This design comes from an exercise in tuning for small area, a short achievable clock period and few clock cycles on the open sky130 flow, not from production work.
Where RTL was checked, it was by simulation tests only, not by an equivalence proof against the original.

==> build 11: inputs <==
## mac_seq_tile
module mac_seq_tile (
    input  wire        clk,
    input  wire        rst,
    input  wire        start,
    input  wire        a_signed,
    input  wire        b_signed,
    input  wire [30:0] ag0_cfg,
    input  wire [30:0] ag1_cfg,
    output wire        busy,
    output reg         done,
    output wire [5:0]  i_addr,
    input  wire [31:0] i_rdata,
    output wire [7:0]  x_addr,
    output wire        x_we,
    output wire [15:0] x_wdata,
    input  wire [15:0] x_rdata,
    output wire [7:0]  y_addr,
    output wire        y_we,
    output wire [15:0] y_wdata,
    input  wire [15:0] y_rdata,
    output reg  [39:0] acc,
    output reg  [15:0] out,
    output reg  [3:0]  bx,
    output reg         ovf,
    output reg         fault,
    output reg  [1:0]  fault_code,
    output reg  [5:0]  pc
);
clock: 20.0 ns
lec_check: 0
cap_margin: 20
core_margin: 2
core_utilization: 40
slew_margin: 20
standard.sh (not shown) runs the stock make flow with config.mk's settings and CLKGATE_MAP_FILE= SYNTH_SCRIPT=/design/flow/synth_recipe.tcl, a recipe that flattens the netlist after the stock synthesis.
==> flow/flow/run.sh <==
#!/bin/bash
# The standard layout (the standard flow's synthesis, floorplan, placement, CTS and routing),
# with two changes to how the layout is made:
#  - repair_timing is asked for 14 ns more setup slack than the clock period
#    needs, so that the tools size the critical paths for speed;
#  - the port buffers are buf_4 cells (the standard flow picks clkdlybuf4s50_1,
#    a delay cell). Every input and output port still gets its buffer.
# The design, its synthesis, clock and constraints are the standard flow's; each run's
# output goes to its own log.
set -euo pipefail
bash standard.sh synth > synth.log 2>&1
bash standard.sh SETUP_SLACK_MARGIN=14 TNS_END_PERCENT=20 \
    "BUFFER_PORTS_ARGS=-buffer_cell sky130_fd_sc_hd__buf_4" finish > layout.log 2>&1
==> build 53: changes against build 11 <==
--- a/flow/design.v
+++ b/flow/design.v
@@ -25,17 +25,19 @@
     assign addr_cur = acur;
     wire [8:0] step_in = cfg[17:9];
     wire [8:0] lm1_in  = cfg[26:18];
     wire [3:0] rb_in   = cfg[30:27];
     wire [10:0] nl = {2'b11, ~lm1_r};
     wire [10:0] csub;
     mac_add #(11) u_chk (.a({2'b00, sp}), .b(nl), .ci(1'b0), .s(csub));
     wire fast = csub[10];
-    assign ready_nx = rdy;
+    reg        rdy2;
+    reg [10:0] spl;       
+    assign ready_nx = rdy2;
     wire [9:0]  dt = {sp, sbit};
     wire [10:0] dsub;
     mac_add #(11) u_div (.a({1'b0, dt}), .b(nl), .ci(1'b0), .s(dsub));
     wire [3:0]  cm1 = cnt - 4'd1;
     always @(posedge clk) begin
         if (rst) begin
             lm1_r <= 9'd0;
             s_r   <= 4'd0;
@@ -70,18 +72,25 @@
         end
     end
     reg  [8:0]  offn;
     reg  [7:0]  aadv;
     wire [8:0]  src = adv ? offn : off;
     wire [9:0]  t;
     mac_add #(10) u_t (.a({1'b0, src}), .b({1'b0, sp}), .ci(1'b0), .s(t));
     wire [10:0] tsub;
-    mac_add #(11) u_ts (.a({1'b0, t}), .b(nl), .ci(1'b0), .s(tsub));
+    mac_add #(11) u_ts (.a({2'b00, src}), .b(spl), .ci(1'b0), .s(tsub));
     wire [8:0]  nxt = tsub[10] ? t[8:0] : tsub[8:0];
+    always @(posedge clk) begin
+        spl <= csub;
+        if (rst || clear)
+            rdy2 <= 1'b0;
+        else
+            rdy2 <= chk ? fast : rdy;
+    end
     wire [8:0] r9    = {nxt[0], nxt[1], nxt[2], nxt[3], nxt[4], nxt[5], nxt[6], nxt[7], nxt[8]};
     wire [8:0] lowm  = 9'h1ff >> s_r;
     wire [8:0] rv    = (r9 >> s_r) | (nxt & ~lowm);
     wire [7:0] anxt;
     mac_add #(8) u_a (.a(base_in), .b(rv[7:0]), .ci(1'b0), .s(anxt));
     always @(posedge clk) begin
         if (rst || clear)
             off <= 9'd0;
@@ -223,16 +232,17 @@
     reg        jc_v;          
     reg [5:0]  jc_a, jc_t;
     reg [15:0] k0, k1, xr, yr;
     reg [3:0]  det;
     reg        lp_active;
     reg [5:0]  lp_start;
     reg [5:0]  lp_end;
     reg [9:0]  lp_left;
+    wire       lp_wrap = (lp_start > lp_end);
     reg [7:0]  xa_r, ya_r;    
     reg        xwe_r, ywe_r;
     reg [15:0] xwd_r, ywd_r;  
     reg        xb_v, yb_v;    
     reg [7:0]  xb_a, yb_a;
     reg [15:0] xb_d, yb_d;
     assign busy    = busy_r;
     assign i_addr  = fpc;
@@ -267,17 +277,19 @@
                   (i_a0 && (first || !rdy0n)) || (i_a1 && (first || !rdy1n)));
     wire exec  = pact && !stall;
     wire [5:0] e_new     = imm[15:10];
     wire       loop_nest = is_loop && lp_active;
     wire       loop_ill  = is_loop && !lp_active && (e_new == ppc);
     wire       finish    = is_ill || is_halt || loop_nest || loop_ill;
     wire [1:0] fcode     = is_ill ? F_ILLEGAL : loop_nest ? F_NESTED : loop_ill ? F_ILLEGAL : F_NONE;
     wire [5:0] tgt     = imm[5:0];
-    wire       jmp_out = (tgt - lp_start) > (lp_end - lp_start);
+    wire       tg_ge_s = (tgt >= lp_start);
+    wire       tg_le_e = (tgt <= lp_end);
+    wire       jmp_out = !(lp_wrap ? (tg_ge_s || tg_le_e) : (tg_ge_s && tg_le_e));
     wire       at_end  = lp_active && (ppc == lp_end);
     wire       counts  = !is_loop && !is_jmp && !finish;
     reg        n_active;
     reg [5:0]  n_start, n_end;
     reg [9:0]  n_left;
     always @* begin
         n_active = lp_active;
         n_start  = lp_start;
@@ -339,22 +351,24 @@
     reg        r_xskip, r_yskip;
     reg [7:0]  r_xa, r_ya;
     reg        e_wr, e_sat;
     reg [4:0]  e_p;
     reg        e_mul, e_msu, e_mac, e_clr;
     reg        e_bxclr, e_end, e_halt;
     reg [16:0] e_a, e_b;
     reg        w_oused, w_bxclr;
-    reg [15:0] o_r;           
+    reg        ov_n;          
     wire [15:0] o_comb;
     mac_form_o u_form (.acc(acc), .pe(e_p), .sat(e_sat), .o(o_comb));
     wire [40:0] msum;
     mac_mul u_mul (.a(e_a), .b(e_b), .msu(e_msu), .x(acc & {40{e_mac}}), .sum(msum));
     wire acc_ovf = msum[40] ^ msum[39];
+    wire [3:0] o_rsb;
+    mac_rsb u_rsb (.v(o_comb), .rsb(o_rsb));
     wire x_hit_e = e_valid && e_wx && (e_xa == r_xa);
     wire x_hit_b = xb_v && (xb_a == r_xa);
     wire x_hit_w = xwe_r && (xa_r == r_xa);
     wire y_hit_e = e_valid && e_wy && (e_ya == r_ya);
     wire y_hit_b = yb_v && (yb_a == r_ya);
     wire y_hit_w = ywe_r && (ya_r == r_ya);
     wire        x_hit  = x_hit_e || x_hit_b || x_hit_w;
     wire        y_hit  = y_hit_e || y_hit_b || y_hit_w;
@@ -379,18 +393,17 @@
     wire        x_sch  = x_cand && !need_x;
     wire [7:0]  x_ca   = xb_v ? xb_a : e_xa;
     wire [15:0] x_cd   = xb_v ? xb_d : o_comb;
     wire        y_new  = e_valid && e_wy;
     wire        y_cand = yb_v || y_new;
     wire        y_sch  = y_cand && !need_y;
     wire [7:0]  y_ca   = yb_v ? yb_a : e_ya;
     wire [15:0] y_cd   = yb_v ? yb_d : o_comb;
-    wire [3:0] w_rsb;
-    mac_rsb u_rsb (.v(o_r), .rsb(w_rsb));
+    reg  [3:0] w_rsb;
     wire [3:0] det_next = w_bxclr ? 4'd15 :
                           (w_oused && w_rsb < det) ? w_rsb : det;
     always @(posedge clk) begin
         d_arith <= is_arith;
         d_ldk0  <= is_ldk0;
         d_ldk1  <= is_ldk1;
         d_bxclr <= is_bxclr;
         d_end   <= finish;
@@ -434,24 +447,24 @@
         e_clr   <= r_clr;
         e_bxclr <= r_bxclr;
         e_end   <= r_end;
         e_halt  <= r_halt;
         e_xa    <= r_xa;
         e_ya    <= r_ya;
         e_a     <= opa_x;
         e_b     <= opb_x;
-        o_r     <= o_comb;
+        w_rsb   <= o_rsb;
         xwd_r <= x_cd;
         ywd_r <= y_cd;
-        if (x_sch ? xb_v : !xb_v) begin
+        if (!xb_v || x_new) begin
             xb_a <= e_xa;
             xb_d <= o_comb;
         end
-        if (y_sch ? yb_v : !yb_v) begin
+        if (!yb_v || y_new) begin
             yb_a <= e_ya;
             yb_d <= o_comb;
         end
     end
     always @(posedge clk) begin
         if (rst) begin
             busy_r     <= 1'b0;
             done       <= 1'b0;
@@ -491,16 +504,17 @@
             ywe_r      <= 1'b0;
             xb_v       <= 1'b0;
             yb_v       <= 1'b0;
             d_valid    <= 1'b0;
             r_valid    <= 1'b0;
             e_valid    <= 1'b0;
             w_oused    <= 1'b0;
             w_bxclr    <= 1'b0;
+            ov_n       <= 1'b0;
         end else begin
             done  <= 1'b0;
             first <= accept;
             if (!busy_r) begin
                 busy_r     <= start;
                 fpc        <= {5'd0, start};
                 run        <= 1'b1;
                 ppc        <= 6'd0;
@@ -573,26 +587,27 @@
             ya_r  <= y_sch ? y_ca : first ? ya_base : ya_nxt;
             xb_v  <= x_sch ? (xb_v && x_new) : x_cand;
             yb_v  <= y_sch ? (yb_v && y_new) : y_cand;
             w_oused <= e_valid && (e_wx || e_wy || e_wr);
             w_bxclr <= e_valid && e_bxclr;
             if (e_valid) begin
                 if (e_mul) begin
                     acc <= msum[39:0];
-                    if (acc_ovf)
-                        ovf <= 1'b1;
                 end else if (e_clr) begin
                     acc <= 40'd0;
                 end
-                if (e_bxclr)
-                    ovf <= 1'b0;
                 if (e_wr)
                     out <= o_comb;
             end
+            ov_n <= e_valid && e_mul && acc_ovf;
+            if (e_valid && e_bxclr)
+                ovf <= 1'b0;
+            else if (ov_n)
+                ovf <= 1'b1;
             if (e_valid && e_end) begin
                 if (xb_v || yb_v) begin
                     fin      <= 1'b1;
                     fin_halt <= e_halt;
                 end else begin
                     done   <= 1'b1;
                     busy_r <= 1'b0;
                     if (e_halt)
==> flow/flow/run.sh (replaced) <==
#!/bin/bash
# The standard layout (the standard flow's synthesis, floorplan, placement, CTS and routing),
# with two changes to how the layout is made:
#  - repair_timing is asked for 14 ns more setup slack than the clock period
#    needs, so that the tools size the critical paths for speed;
#  - the port buffers are buf_2 cells (the standard flow picks clkdlybuf4s50_1,
#    a delay cell). Every input and output port still gets its buffer.
# The design, its synthesis, clock and constraints are the standard flow's; each run's
# output goes to its own log.
set -euo pipefail
bash standard.sh synth > synth.log 2>&1
bash standard.sh SETUP_SLACK_MARGIN=14 TNS_END_PERCENT=20 \
    "BUFFER_PORTS_ARGS=-buffer_cell sky130_fd_sc_hd__buf_2" finish > layout.log 2>&1
==> build 97: changes against build 11 <==
--- a/flow/design.v
+++ b/flow/design.v
@@ -25,17 +25,19 @@
     assign addr_cur = acur;
     wire [8:0] step_in = cfg[17:9];
     wire [8:0] lm1_in  = cfg[26:18];
     wire [3:0] rb_in   = cfg[30:27];
     wire [10:0] nl = {2'b11, ~lm1_r};
     wire [10:0] csub;
     mac_add #(11) u_chk (.a({2'b00, sp}), .b(nl), .ci(1'b0), .s(csub));
     wire fast = csub[10];
-    assign ready_nx = rdy;
+    reg        rdy2;
+    reg [10:0] spl;       
+    assign ready_nx = rdy2;
     wire [9:0]  dt = {sp, sbit};
     wire [10:0] dsub;
     mac_add #(11) u_div (.a({1'b0, dt}), .b(nl), .ci(1'b0), .s(dsub));
     wire [3:0]  cm1 = cnt - 4'd1;
     always @(posedge clk) begin
         if (rst) begin
             lm1_r <= 9'd0;
             s_r   <= 4'd0;
@@ -70,18 +72,25 @@
         end
     end
     reg  [8:0]  offn;
     reg  [7:0]  aadv;
     wire [8:0]  src = adv ? offn : off;
     wire [9:0]  t;
     mac_add #(10) u_t (.a({1'b0, src}), .b({1'b0, sp}), .ci(1'b0), .s(t));
     wire [10:0] tsub;
-    mac_add #(11) u_ts (.a({1'b0, t}), .b(nl), .ci(1'b0), .s(tsub));
+    mac_add #(11) u_ts (.a({2'b00, src}), .b(spl), .ci(1'b0), .s(tsub));
     wire [8:0]  nxt = tsub[10] ? t[8:0] : tsub[8:0];
+    always @(posedge clk) begin
+        spl <= csub;
+        if (rst || clear)
+            rdy2 <= 1'b0;
+        else
+            rdy2 <= chk ? fast : rdy;
+    end
     wire [8:0] r9    = {nxt[0], nxt[1], nxt[2], nxt[3], nxt[4], nxt[5], nxt[6], nxt[7], nxt[8]};
     wire [8:0] lowm  = 9'h1ff >> s_r;
     wire [8:0] rv    = (r9 >> s_r) | (nxt & ~lowm);
     wire [7:0] anxt;
     mac_add #(8) u_a (.a(base_in), .b(rv[7:0]), .ci(1'b0), .s(anxt));
     always @(posedge clk) begin
         if (rst || clear)
             off <= 9'd0;
@@ -223,16 +232,17 @@
     reg        jc_v;          
     reg [5:0]  jc_a, jc_t;
     reg [15:0] k0, k1, xr, yr;
     reg [3:0]  det;
     reg        lp_active;
     reg [5:0]  lp_start;
     reg [5:0]  lp_end;
     reg [9:0]  lp_left;
+    wire       lp_wrap = (lp_start > lp_end);
     reg [7:0]  xa_r, ya_r;    
     reg        xwe_r, ywe_r;
     reg [15:0] xwd_r, ywd_r;  
     reg        xb_v, yb_v;    
     reg [7:0]  xb_a, yb_a;
     reg [15:0] xb_d, yb_d;
     assign busy    = busy_r;
     assign i_addr  = fpc;
@@ -255,29 +265,33 @@
     wire is_jmp   = (op == 4'hB);
     wire is_bxclr = (op == 4'hC);
     wire is_halt  = (op == 4'hF);
     wire is_ill   = (op == 4'h5) || (op == 4'h6) || (op == 4'h7) || (op == 4'hD) || (op == 4'hE);
     reg        e_valid, e_wx, e_wy;
     reg [7:0]  e_xa, e_ya;
     wire x_force = xb_v && e_valid && e_wx;
     wire y_force = yb_v && e_valid && e_wy;
+    wire skip_x = px_same;
+    wire skip_y = py_same;
     wire rdy0n, rdy1n;
     wire pact  = busy_r && run && pvalid;    
     wire stall = pact && is_arith &&
-                 ((i_fx && x_force) || (i_fy && y_force) ||
+                 ((i_fx && !skip_x && x_force) || (i_fy && !skip_y && y_force) ||
                   (i_a0 && (first || !rdy0n)) || (i_a1 && (first || !rdy1n)));
     wire exec  = pact && !stall;
     wire [5:0] e_new     = imm[15:10];
     wire       loop_nest = is_loop && lp_active;
     wire       loop_ill  = is_loop && !lp_active && (e_new == ppc);
     wire       finish    = is_ill || is_halt || loop_nest || loop_ill;
     wire [1:0] fcode     = is_ill ? F_ILLEGAL : loop_nest ? F_NESTED : loop_ill ? F_ILLEGAL : F_NONE;
     wire [5:0] tgt     = imm[5:0];
-    wire       jmp_out = (tgt - lp_start) > (lp_end - lp_start);
+    wire       tg_ge_s = (tgt >= lp_start);
+    wire       tg_le_e = (tgt <= lp_end);
+    wire       jmp_out = !(lp_wrap ? (tg_ge_s || tg_le_e) : (tg_ge_s && tg_le_e));
     wire       at_end  = lp_active && (ppc == lp_end);
     wire       counts  = !is_loop && !is_jmp && !finish;
     reg        n_active;
     reg [5:0]  n_start, n_end;
     reg [9:0]  n_left;
     always @* begin
         n_active = lp_active;
         n_start  = lp_start;
@@ -306,18 +320,16 @@
     wire [5:0] f_b     = (f_at_e && lp_left > 10'd1) ? lp_start : fpc_inc;
     wire [5:0] f_c     = (fpc == e_new && imm[9:0] != 10'd0) ? fpc : fpc_inc;
     wire       p_loop  = exec && is_loop && !finish;
     wire       p_cnt   = exec && counts && at_end;
     wire       f_jc    = jc_v && (fpc == jc_a);
     wire [5:0] fpc_seq = f_jc ? jc_t : p_loop ? f_c : p_cnt ? f_b : f_a;
     wire ending = exec && finish;
     wire jump   = exec && is_jmp && (fpc != tgt);    
-    wire skip_x = px_same;
-    wire skip_y = py_same;
     wire need_x = exec && is_arith && i_fx && !skip_x;
     wire need_y = exec && is_arith && i_fy && !skip_y;
     reg        d_valid, d_arith, d_ldk0, d_ldk1, d_bxclr, d_end, d_halt;
     reg        d_mul, d_mac, d_msu, d_clr;
     reg        d_xskip, d_yskip;
     reg [15:0] d_pay;         
     wire       d_fx = d_pay[15], d_fy = d_pay[14], d_wx = d_pay[13], d_wy = d_pay[12];
     wire       d_a0 = d_pay[11], d_a1 = d_pay[10], d_wr = d_pay[9];
@@ -335,26 +347,28 @@
     reg [1:0]  r_selb;
     reg [4:0]  r_p;
     reg        r_mul, r_msu, r_mac, r_clr;
     reg        r_bxclr, r_end, r_halt;
     reg        r_xskip, r_yskip;
     reg [7:0]  r_xa, r_ya;
     reg        e_wr, e_sat;
     reg [4:0]  e_p;
-    reg        e_mul, e_msu, e_mac, e_clr;
+    reg        e_mul, e_msu, e_mac;
     reg        e_bxclr, e_end, e_halt;
     reg [16:0] e_a, e_b;
     reg        w_oused, w_bxclr;
-    reg [15:0] o_r;           
+    reg        ov_n;          
     wire [15:0] o_comb;
     mac_form_o u_form (.acc(acc), .pe(e_p), .sat(e_sat), .o(o_comb));
     wire [40:0] msum;
     mac_mul u_mul (.a(e_a), .b(e_b), .msu(e_msu), .x(acc & {40{e_mac}}), .sum(msum));
     wire acc_ovf = msum[40] ^ msum[39];
+    wire [3:0] o_rsb;
+    mac_rsb u_rsb (.v(o_comb), .rsb(o_rsb));
     wire x_hit_e = e_valid && e_wx && (e_xa == r_xa);
     wire x_hit_b = xb_v && (xb_a == r_xa);
     wire x_hit_w = xwe_r && (xa_r == r_xa);
     wire y_hit_e = e_valid && e_wy && (e_ya == r_ya);
     wire y_hit_b = yb_v && (yb_a == r_ya);
     wire y_hit_w = ywe_r && (ya_r == r_ya);
     wire        x_hit  = x_hit_e || x_hit_b || x_hit_w;
     wire        y_hit  = y_hit_e || y_hit_b || y_hit_w;
@@ -367,40 +381,39 @@
         opa = r_sela ? yr_new : xr_new;
         case (r_selb)
             2'b00:   opb = yr_new;
             2'b01:   opb = k0;
             2'b10:   opb = k1;
             default: opb = xr_new;
         endcase
     end
-    wire [16:0] opa_x = {a_signed & opa[15], opa};
+    wire [16:0] opa_x = r_clr ? 17'd0 : {a_signed & opa[15], opa};
     wire [16:0] opb_x = {b_signed & opb[15], opb} ^ {17{r_msu}};
     wire        x_new  = e_valid && e_wx;
     wire        x_cand = xb_v || x_new;
     wire        x_sch  = x_cand && !need_x;
     wire [7:0]  x_ca   = xb_v ? xb_a : e_xa;
     wire [15:0] x_cd   = xb_v ? xb_d : o_comb;
     wire        y_new  = e_valid && e_wy;
     wire        y_cand = yb_v || y_new;
     wire        y_sch  = y_cand && !need_y;
     wire [7:0]  y_ca   = yb_v ? yb_a : e_ya;
     wire [15:0] y_cd   = yb_v ? yb_d : o_comb;
-    wire [3:0] w_rsb;
-    mac_rsb u_rsb (.v(o_r), .rsb(w_rsb));
+    reg  [3:0] w_rsb;
     wire [3:0] det_next = w_bxclr ? 4'd15 :
                           (w_oused && w_rsb < det) ? w_rsb : det;
     always @(posedge clk) begin
         d_arith <= is_arith;
         d_ldk0  <= is_ldk0;
         d_ldk1  <= is_ldk1;
         d_bxclr <= is_bxclr;
         d_end   <= finish;
         d_halt  <= is_halt;
-        d_mul   <= is_arith && (op[2:0] == 3'd1 || op[2:0] == 3'd2 || op[2:0] == 3'd3);
+        d_mul   <= is_arith && (op[2:0] == 3'd1 || op[2:0] == 3'd2 || op[2:0] == 3'd3 || op[2:0] == 3'd4);
         d_mac   <= is_arith && (op[2:0] == 3'd2 || op[2:0] == 3'd3);
         d_msu   <= is_arith && (op[2:0] == 3'd3);
         d_clr   <= is_arith && (op[2:0] == 3'd4);
         d_xskip <= skip_x;
         d_yskip <= skip_y;
         d_pay   <= is_arith ? {ins[27:21], (ins[20:16] > 5'd24) ? 5'd24 : ins[20:16], ins[15:12]} : imm;
         r_arith <= d_arith;
         r_fx    <= d_fx && d_arith;
@@ -426,32 +439,31 @@
         e_wx    <= r_wx;
         e_wy    <= r_wy;
         e_wr    <= r_wr;
         e_p     <= r_p;
         e_sat   <= r_sat;
         e_mul   <= r_mul;
         e_mac   <= r_mac;
         e_msu   <= r_msu;
-        e_clr   <= r_clr;
         e_bxclr <= r_bxclr;
         e_end   <= r_end;
         e_halt  <= r_halt;
         e_xa    <= r_xa;
         e_ya    <= r_ya;
         e_a     <= opa_x;
         e_b     <= opb_x;
-        o_r     <= o_comb;
+        w_rsb   <= o_rsb;
         xwd_r <= x_cd;
         ywd_r <= y_cd;
-        if (x_sch ? xb_v : !xb_v) begin
+        if (!xb_v || x_new) begin
             xb_a <= e_xa;
             xb_d <= o_comb;
         end
-        if (y_sch ? yb_v : !yb_v) begin
+        if (!yb_v || y_new) begin
             yb_a <= e_ya;
             yb_d <= o_comb;
         end
     end
     always @(posedge clk) begin
         if (rst) begin
             busy_r     <= 1'b0;
             done       <= 1'b0;
@@ -491,16 +503,17 @@
             ywe_r      <= 1'b0;
             xb_v       <= 1'b0;
             yb_v       <= 1'b0;
             d_valid    <= 1'b0;
             r_valid    <= 1'b0;
             e_valid    <= 1'b0;
             w_oused    <= 1'b0;
             w_bxclr    <= 1'b0;
+            ov_n       <= 1'b0;
         end else begin
             done  <= 1'b0;
             first <= accept;
             if (!busy_r) begin
                 busy_r     <= start;
                 fpc        <= {5'd0, start};
                 run        <= 1'b1;
                 ppc        <= 6'd0;
@@ -571,28 +584,26 @@
             ywe_r <= y_sch;
             xa_r  <= x_sch ? x_ca : first ? xa_base : xa_nxt;
             ya_r  <= y_sch ? y_ca : first ? ya_base : ya_nxt;
             xb_v  <= x_sch ? (xb_v && x_new) : x_cand;
             yb_v  <= y_sch ? (yb_v && y_new) : y_cand;
             w_oused <= e_valid && (e_wx || e_wy || e_wr);
             w_bxclr <= e_valid && e_bxclr;
             if (e_valid) begin
-                if (e_mul) begin
+                if (e_mul)
                     acc <= msum[39:0];
-                    if (acc_ovf)
-                        ovf <= 1'b1;
-                end else if (e_clr) begin
-                    acc <= 40'd0;
-                end
-                if (e_bxclr)
-                    ovf <= 1'b0;
                 if (e_wr)
                     out <= o_comb;
             end
+            ov_n <= e_valid && e_mul && acc_ovf;
+            if (e_valid && e_bxclr)
+                ovf <= 1'b0;
+            else if (ov_n)
+                ovf <= 1'b1;
             if (e_valid && e_end) begin
                 if (xb_v || yb_v) begin
                     fin      <= 1'b1;
                     fin_halt <= e_halt;
                 end else begin
                     done   <= 1'b1;
                     busy_r <= 1'b0;
                     if (e_halt)
==> flow/flow/run.sh (replaced) <==
#!/bin/bash
# The standard layout (the standard flow's synthesis, floorplan, placement, CTS and routing),
# with two changes to how the layout is made:
#  - repair_timing is asked for 13.5 ns more setup slack than the clock period
#    needs, so that the tools size the critical paths for speed;
#  - the port buffers are buf_2 cells (the standard flow picks clkdlybuf4s50_1,
#    a delay cell). Every input and output port still gets its buffer.
# The design, its synthesis, clock and constraints are the standard flow's; each run's
# output goes to its own log.
set -euo pipefail
bash standard.sh synth > synth.log 2>&1
bash standard.sh SETUP_SLACK_MARGIN=13.5 TNS_END_PERCENT=20 \
    "BUFFER_PORTS_ARGS=-buffer_cell sky130_fd_sc_hd__buf_2" finish > layout.log 2>&1
==> results.cfg <==
[global_route]
grt_pass1_wl_mm = 217.9

[status]
outcome = finished clean

[finish]
seq_cell_count = 608

[power]
powerSeq_mw = 1.44
clkPwrFrac_pct = 32.1
p_seq_share_pct = 32.7

[clocking]
cts-resized-gates = 142

[synth]
synth.avg_cell_area_um2 = 8.824
Source of the figures above: build 53

==> results.cfg <==
[status]
outcome = finished clean

[power]
clkPwrFrac_pct = 29.6
p_seq_share_pct = 30.4
powerSeq_mw = 1.40

[synth]
async_reset_ff_share_pct = 0
synth.avg_cell_area_um2 = 8.882

[routing]
drt_wl_total_mm = 143.5
ant_nets = 0

[clocking]
cts-resized-gates = 168

[setup_path]
crit_fanout = 6
Source of the figures above: build 11

==> results.cfg <==
[status]
outcome = finished clean

[power]
p_seq_share_pct = 30.6
clkPwrFrac_pct = 27.7
powerSeq_mw = 1.45

[clocking]
cts-resized-gates = 61

[global_route]
grt_pass1_wl_mm = 210.5

[sta]
fin_skew_ns = 0.03192

[synth]
synth_top_area_cell = dfxtp_1
synth.avg_cell_area_um2 = 8.710
Source of the figures above: build 97

Testbench counts of build 11, summed over its fixed seeds: cycles 37,908.
Function not checked in build 53 and build 97: the RTL went through the layout flow alone.

## port drivers added, routing unchanged
Ports are ideal in the flow. The routed layouts listed here were re-timed in OpenROAD. Step 1: set_driving_cell puts a clkbuf_16 on clk and a buf_2 on each other input, an assumption about the parent block. Step 2 also shifts input and output timing later by t, the mid clock arrival at the registers, as if the neighbouring blocks saw the same clock. Three values: ideal ports, drivers, drivers and shift; two values: the first two.
| run | shift t [ns] | slack for setup (ns) | hold WS [ns] | worst setup path at the end | worst data-port slew with drivers (ns) |
|---|---|---|---|---|---|
| build 11 | 0.681 | 13.995 / 13.995 / 13.351 | 0.324 / 0.324 / 0.324 | input to register | 0.11 |
| build 53 | 0.687 | 13.695 / 13.695 / 13.100 | 0.326 / 0.326 / 0.326 | input to register | 0.18 |
| build 97 | 0.683 | 13.469 / 13.511 / 12.828 | 0.324 / 0.324 / 0.324 | input to register | 0.12 |
After both steps every run listed still meets setup and hold. For build 11, which loses most, drivers alone change the setup slack by 0.000 ns; drivers and shift together by -0.644 ns.
